From an optimization exercise on the open Yosys and OpenROAD flow, aimed at small area; shortcuts taken in it are not production practice.
In this exercise RTL edits were held to simulation tests only and were not proved equivalent to the original.

===== design/flow/run.sh =====
#!/bin/bash
# synth_recipe.tcl (not shown) runs the flow's synth.tcl, then flattens the netlist and writes it again
# the make line also repeats each setting of config.mk as NAME=value (left out here)
make -C /OpenROAD-flow-scripts/flow DESIGN_CONFIG=/design/flow/config.mk WORK_HOME=/design/flow/orfs CLKGATE_MAP_FILE= SYNTH_SCRIPT=/design/flow/synth_recipe.tcl finish

===== design/flow/config.mk =====
export PLATFORM = sky130hd
export DESIGN_NAME = weave_check
export DESIGN_NICKNAME = weave_check
export VERILOG_FILES = /design/flow/design.v
export SDC_FILE = /design/flow/constraint.sdc
export NUM_CORES = 4
export LEC_CHECK = 0
export CAP_MARGIN = 20
export CORE_MARGIN = 2
export CORE_UTILIZATION = 40
export SLEW_MARGIN = 20

===== design/flow/constraint.sdc =====
create_clock -name core_clock -period 40.0 [get_ports {clk}]
set_input_delay 8.0000 -clock core_clock [delete_from_list [all_inputs] [get_ports {clk}]]
set_output_delay 8.0000 -clock core_clock [all_outputs]
set_load 0.01 [all_outputs]

===== design/flow/design.v =====
module weave_check (
    input  wire         clk,
    input  wire         rst,
    input  wire         start,
    input  wire [511:0] prog,
    output wire         busy,
    output reg          done,
    output reg  [3:0]   result,
    output reg  [12:0]  unit,
    output reg          half_rate
);
    wire [7:0]  fmt       = prog[7:0];
    wire [3:0]  mode      = prog[11:8];
    wire        msb_first = prog[12];
    wire [2:0]  rsv_b1    = prog[15:13];
    wire [7:0]  esize     = prog[23:16];
    wire [7:0]  streams   = prog[31:24];
    wire [7:0]  nloops    = prog[39:32];
    wire [23:0] rsv_b5    = prog[63:40];
    wire [191:0] rsv_tail = prog[511:320];
    wire [31:0] count [0:3];
    wire [31:0] stride[0:3];
    genvar g;
    generate
        for (g = 0; g < 4; g = g + 1) begin : g_fields
            assign count[g]  = prog[64  + 64*g +: 32];
            assign stride[g] = prog[96  + 64*g +: 32];
        end
    endgenerate
    wire ok1 = (fmt == 8'h01) && (rsv_b1 == 3'd0) && (rsv_b5 == 24'd0) &&
               (rsv_tail == 192'd0);
    wire is_plane = (mode == 4'h2) || (mode == 4'h3);
    wire is_bswap = (mode == 4'h4);
    wire ok2 = (mode <= 4'h4) && (!msb_first || is_plane);
    wire esize_bytes = (esize >= 8'h01) && (esize <= 8'h40);
    wire esize_bits  = (esize == 8'h81) || (esize == 8'h82) || (esize == 8'h84);
    wire streams_ok  = (streams >= 8'd1) && (streams <= 8'd64);
    wire plane_ok = !is_plane || ((esize == 8'h81) && (streams >= 8'd2));
    wire bswap_ok = !is_bswap || ((esize >= 8'h02) && (esize <= 8'h40) &&
                                  (streams == 8'd1) && (nloops == 8'd1) &&
                                  (stride[0] == 32'd1));
    wire ok3 = (esize_bytes || esize_bits) && streams_ok && plane_ok && bswap_ok;
    wire nloops_ok = (nloops >= 8'd1) && (nloops <= 8'd4);
    reg  [3:0]  active;        
    reg  [3:0]  is_last;       
    reg  [3:0]  counted;       
    reg  [12:0] n [0:3];       
    reg  [3:0]  fields_ok;
    reg  [38:0] below [0:3];   
    reg  [3:0]  stride_ok;
    reg         order_ok;
    reg  [38:0] pi;
    reg  [31:0] last_stride;
    integer l, k;
    always @(*) begin
        for (l = 0; l < 4; l = l + 1) begin
            active[l]  = nloops_ok && (l < nloops);
            is_last[l] = nloops_ok && (l == nloops - 1);
            counted[l] = active[l] && !is_last[l];
            n[l]       = counted[l] ? count[l][12:0] : 13'd1;
            if (!active[l])
                fields_ok[l] = (count[l] == 32'd0) && (stride[l] == 32'd0);
            else if (is_last[l])
                fields_ok[l] = (count[l] == 32'd0);
            else
                fields_ok[l] = (count[l] >= 32'd2) && (count[l] <= 32'd4096);
        end
        last_stride = 32'd0;
        for (l = 0; l < 4; l = l + 1)
            if (is_last[l])
                last_stride = stride[l];
        order_ok = 1'b1;
        for (l = 0; l < 4; l = l + 1) begin
            below[l] = 39'd1;
            for (k = 0; k < 4; k = k + 1)
                if (k != l && counted[k] && stride[k] < stride[l])
                    below[l] = below[l] * n[k];
            stride_ok[l] = !active[l] || ({7'd0, stride[l]} == below[l]);
            for (k = 0; k < 4; k = k + 1) begin
                if (k != l && active[k] && active[l] && stride[k] == stride[l])
                    order_ok = 1'b0;
                if (counted[l] && is_last[k] && !(stride[l] < last_stride))
                    order_ok = 1'b0;
            end
        end
        pi = 39'd1;
        for (l = 0; l < 4; l = l + 1)
            pi = pi * n[l];
    end
    wire ok4 = nloops_ok && (&fields_ok) && (&stride_ok) && order_ok;
    wire [9:0]  ebits = esize[7] ? {7'd0, esize[2:0]} : {esize[6:0], 3'd0};
    wire [48:0] x     = ebits * pi;
    reg  [51:0] lcm8;
    always @(*) begin
        if (x[2:0] == 3'd0)      lcm8 = {3'd0, x};
        else if (x[1:0] == 2'd0) lcm8 = {2'd0, x, 1'b0};
        else if (x[0] == 1'b0)   lcm8 = {1'd0, x, 2'b0};
        else                     lcm8 = {x, 3'b0};
    end
    wire [58:0] s_lcm  = streams[6:0] * lcm8;
    wire [55:0] u_full = s_lcm[58:3];
    wire        ok5    = (u_full <= 56'd4096);
    reg [3:0] res_c;
    always @(*) begin
        if (!ok1)      res_c = 4'h1;
        else if (!ok2) res_c = 4'h2;
        else if (!ok3) res_c = 4'h3;
        else if (!ok4) res_c = 4'h4;
        else if (!ok5) res_c = 4'h5;
        else           res_c = 4'h0;
    end
    assign busy = 1'b0;
    always @(posedge clk) begin
        if (rst) begin
            done      <= 1'b0;
            result    <= 4'h0;
            unit      <= 13'd0;
            half_rate <= 1'b0;
        end else begin
            done <= start;
            if (start) begin
                result    <= res_c;
                unit      <= (res_c == 4'h0) ? u_full[12:0] : 13'd0;
                half_rate <= (res_c == 4'h0) && esize[7];
            end
        end
    end
endmodule

==> impl_results.rst <==
.. list-table::
   :header-rows: 1

   * - Metric
     - Value
   * - Result of the run
     - no timing/DRC/antenna violations
   * - # port buffers
     - 532
   * - Total Negative Setup Slacks
     - 0 ns
   * - Largest area contributor in the synthesized netlist
     - sky130_fd_sc_hd__fa_1
   * - Achievable frequency
     - 27.17 MHz
   * - I/O pin count
     - 535
   * - Post-synthesis adder-cell area fraction
     - 56.68%
   * - Hold-fix buffers at CTS
     - 0
   * - Class of the tightest hold or removal check
     - register to register
   * - Largest clock skew in the final design
     - 0 ns
   * - Register-to-Register Path Depth
     - 5
   * - Distinct cell type count of the synthesized netlist
     - 94
   * - Worst skew pair latency
     - 0.25 ns
   * - Most numerous cell on the critical path
     - sky130_fd_sc_hd__fa_1
   * - Net count, final
     - 15,730
   * - Ratio of cells with drive above 1 in the final layout
     - 3.444%
   * - Kind of cell adding the most delay to the critical path
     - adder cells
   * - Wire length after detailed routing
     - 354,000 um
   * - Remaining Overflow, GRT
     - 0
   * - Max-Slew Margin vs Limit
     - 8.408%
   * - Row count
     - 178
   * - XOR/XNOR share of the synthesized area
     - 3.152%
   * - Main flop type after synthesis
     - sky130_fd_sc_hd__dfxtp_1
   * - Sequential share of the synthesized area
     - 0.3797%
   * - Final setup fails
     - 0
   * - Vias in the first global route
     - 89,730
   * - Register bit total from synthesis
     - 18
   * - Total setup buffers inserted after CTS
     - 0
   * - Starting density of the core
     - 40.28%
   * - Number of hold violations in the final report
     - 0
   * - RSZ-0062 raised after global routing
     - no
   * - Count of buffering cells on the critical path with inverters included
     - 13
   * - DR pass1 iterations
     - 8
   * - Slowest CP cell
     - sky130_fd_sc_hd__and2_1
   * - Antenna violations before repair
     - 24
   * - Arrival time at the worst endpoint
     - 37.00 ns
   * - Worst setup path class
     - input port to register
   * - Post-detailed-placement half-perimeter wirelength
     - 300,600 um
   * - Slew at the pin closest to its max-slew limit
     - 1.366 ns
   * - Number of nets with antenna violations after routing
     - 0
   * - Number of max-capacitance violations reported
     - 0
   * - Pin count of the biggest net entering global routing
     - 105
   * - Worst setup SP type
     - input port
   * - Largest family of logic cells by synthesized area
     - adder cells
   * - Number of H-tree levels
     - 1
   * - Share of Yosys cell area claimed by the top area cell type
     - 42.92%
   * - Total of warnings raised by yosys
     - 3
   * - Setup crit end kind
     - register
   * - Post-synthesis simple-gate area fraction
     - 18.52%
   * - GPL Wtd Cong
     - 1.034
   * - Global-route wire length before repair
     - 544,100 um
   * - Detailed-route via count
     - 85,050
   * - Worst Hold Depth
     - 2
   * - Dominant cell by count in the synthesized netlist
     - sky130_fd_sc_hd__inv_1
   * - Area of the die
     - 241,200 um2
   * - Final critical delay including setup and external delays
     - 36.81 ns
   * - Syn_area_per_cell
     - 8.305 um2
   * - Routed length per instance
     - 23.14 um
   * - Top post-synthesis cells by count
     - sky130_fd_sc_hd__inv_1, sky130_fd_sc_hd__fa_1, sky130_fd_sc_hd__nor2_1
   * - Layout overhead on the synthesized area
     - 11.69%
   * - Vias per Instance
     - 5.560
   * - Root Driver
     - sky130_fd_sc_hd__clkbuf_16
   * - Total of cells resized after clock tree synthesis
     - 0
   * - Detailed Route Iter0 Violations
     - 7,343
   * - Post-route core utilization
     - 44.99%
   * - Clock slew seen by the registers of the worst setup and hold paths
     - 0.05 ns
   * - WP depth
     - 91
   * - Proportion of register bits with asynchronous set or reset after synthesis
     - 0%
   * - Endpoint required time on the critical path
     - 40.19 ns
   * - Number of buffers between clock root and the deepest sink
     - 2
   * - Crit-path max cell delay
     - 0.90 ns
   * - Number of slew-limit violations in the final report
     - 0
   * - Number of cells produced by synthesis
     - 11,430
   * - CTS buffer count
     - 3
   * - Core box area
     - 235,600 um2
   * - Global Route Usage Sum
     - 29.31%
   * - Number of clock sinks
     - 18
   * - Worst-path maximum fanout
     - 24
   * - Post-synthesis mux area share
     - 0.2663%
   * - Largest cells by area after synthesis
     - sky130_fd_sc_hd__fa_1, sky130_fd_sc_hd__ha_1, sky130_fd_sc_hd__inv_1
   * - Total DRC errors in the routed layout
     - 0
   * - Fraction of the cycle the final worst path needs
     - 92.01%
   * - CTS tree
     - yes
   * - Cell Area, Synth
     - 94,910 um2
   * - Die extent in y
     - 491.1 um
   * - Number of enable-type register cells in the synthesized netlist
     - 0
   * - Die X-Extent
     - 491.1 um
   * - Compound-cell area share of the yosys netlist
     - 10.92%
-- registers in the layout, indices dropped and copies added, names as in the netlist --
register,count
result,3
unit,13
done,1
half_rate,1
-- layout make-up --
cell class              count  area, um2
diodes                      9      22.52
repair buffers            778       7137
flip-flops and latches     18      360.3
inverters                2069       7766
fillers                 23640     129600
clock buffers               4      88.84
multi-input cells        9268      86700
well taps                3150       3941
-- cell usage in the layout, fill, tap and decap left out, drive strengths merged, types with 33 or more instances in the layout --
cell type,count
inv,2069
fa,2035
nor2,1530
ha,1044
nand2,1010
clkdlybuf4s50,528
a21oi,434
conb,399
o21ai,295
and2,271
buf,250
xnor2,221
nor3,207
nor4,149
a21o,145
nand4,120
nand3,120
xor2,118
nand2b,93
and3,83
or2,76
nor2b,70
o21a,67
a211oi,67
a31oi,63
o211ai,57
o21bai,37
o22ai,34
a222oi,33
-- through the flow --
stage	hold slack, ns	instance area [um2]	cells	setup slack [ns]
5_1_grt	0.4957	106000	15290	1.500
4_1_cts	0.4679	106000	15290	3.455
3_3_place_gp	0.4542	105800	15280	3.833
2_1_floorplan	0.4724	96410	11830	7.238
3_5_place_dp	0.4543	105900	15280	3.268
6_report	0.4677	106000	15300	3.195
-- worst reg2reg max path, stage by stage (launching register included) --
cell	delay, ns
sky130_fd_sc_hd__dfxtp_1	0.40
sky130_fd_sc_hd__nor2_1	0.17
sky130_fd_sc_hd__nor2_1	0.08
sky130_fd_sc_hd__nand2_1	0.08
sky130_fd_sc_hd__o32ai_1	0.08
sky130_fd_sc_hd__a41o_1	0.24
-- cells by family (layout without fill, tap and decap cells) --
| kind of cell | after synthesis | count (layout) |
|---|---|---|
| buffers and inverters | 2540 | 2851 |
| AOI/OAI and AO/OA | 1569 | 1569 |
| adders and majority gates | 3079 | 3079 |
| other | 2 | 408 |
| and+or+nand+nor | 3856 | 3856 |
| muxes | 25 | 25 |
| DFF | 18 | 18 |
| xor gates and xnor gates | 340 | 340 |
-- layer usage --
| metal | up-vias | track usage, % | wire [um] |
|---|---|---|---|
| met2 | 3428 | 47.20 | 159900 |
| met3 | 692 | 4.255 | 27820 |
| met5 | - | 0 | 48 |
| met1 | 43380 | 39.81 | 149100 |
| met4 | 8 | 11.16 | 17060 |
| li1 | 37540 | - | - |
-- worst paths after layout --
check             from        end  slack, ns
max           prog[34]    unit[8]       3.19
min reg2reg   unit[11]   unit[11]       0.47
max reg2reg  result[0]  result[0]      38.86
min           unit[11]   unit[11]       0.47

==> afterwards: timing with drivers on the ports <==
The flow's constraints put no driver on any port. The routed layout listed below was extracted and timed again, unchanged, in two steps. Step 1 (the two cells are an assumption about what drives the block):
set clk [get_ports {clk}]
set_driving_cell -lib_cell sky130_fd_sc_hd__clkbuf_16 $clk
set_driving_cell -lib_cell sky130_fd_sc_hd__buf_2 [delete_from_list [all_inputs] $clk]
Step 2 adds t to the input delays and takes it off the output delays; t is the mean of the earliest and latest rising clock arrival at the registers after step 1. Input paths then give back, and output paths get back, about the clock's delay inside the block. Three values: no drivers, after step 1, after step 2; two values: the first two.
t, ns: 0.271
setup WS [ns]: 3.195 / 3.139 / 2.868
pins driven straight from the clock port: 1
After both steps this run still meets setup and hold. For this run, drivers alone change the setup slack by -0.056 ns; drivers and shift together by -0.327 ns.
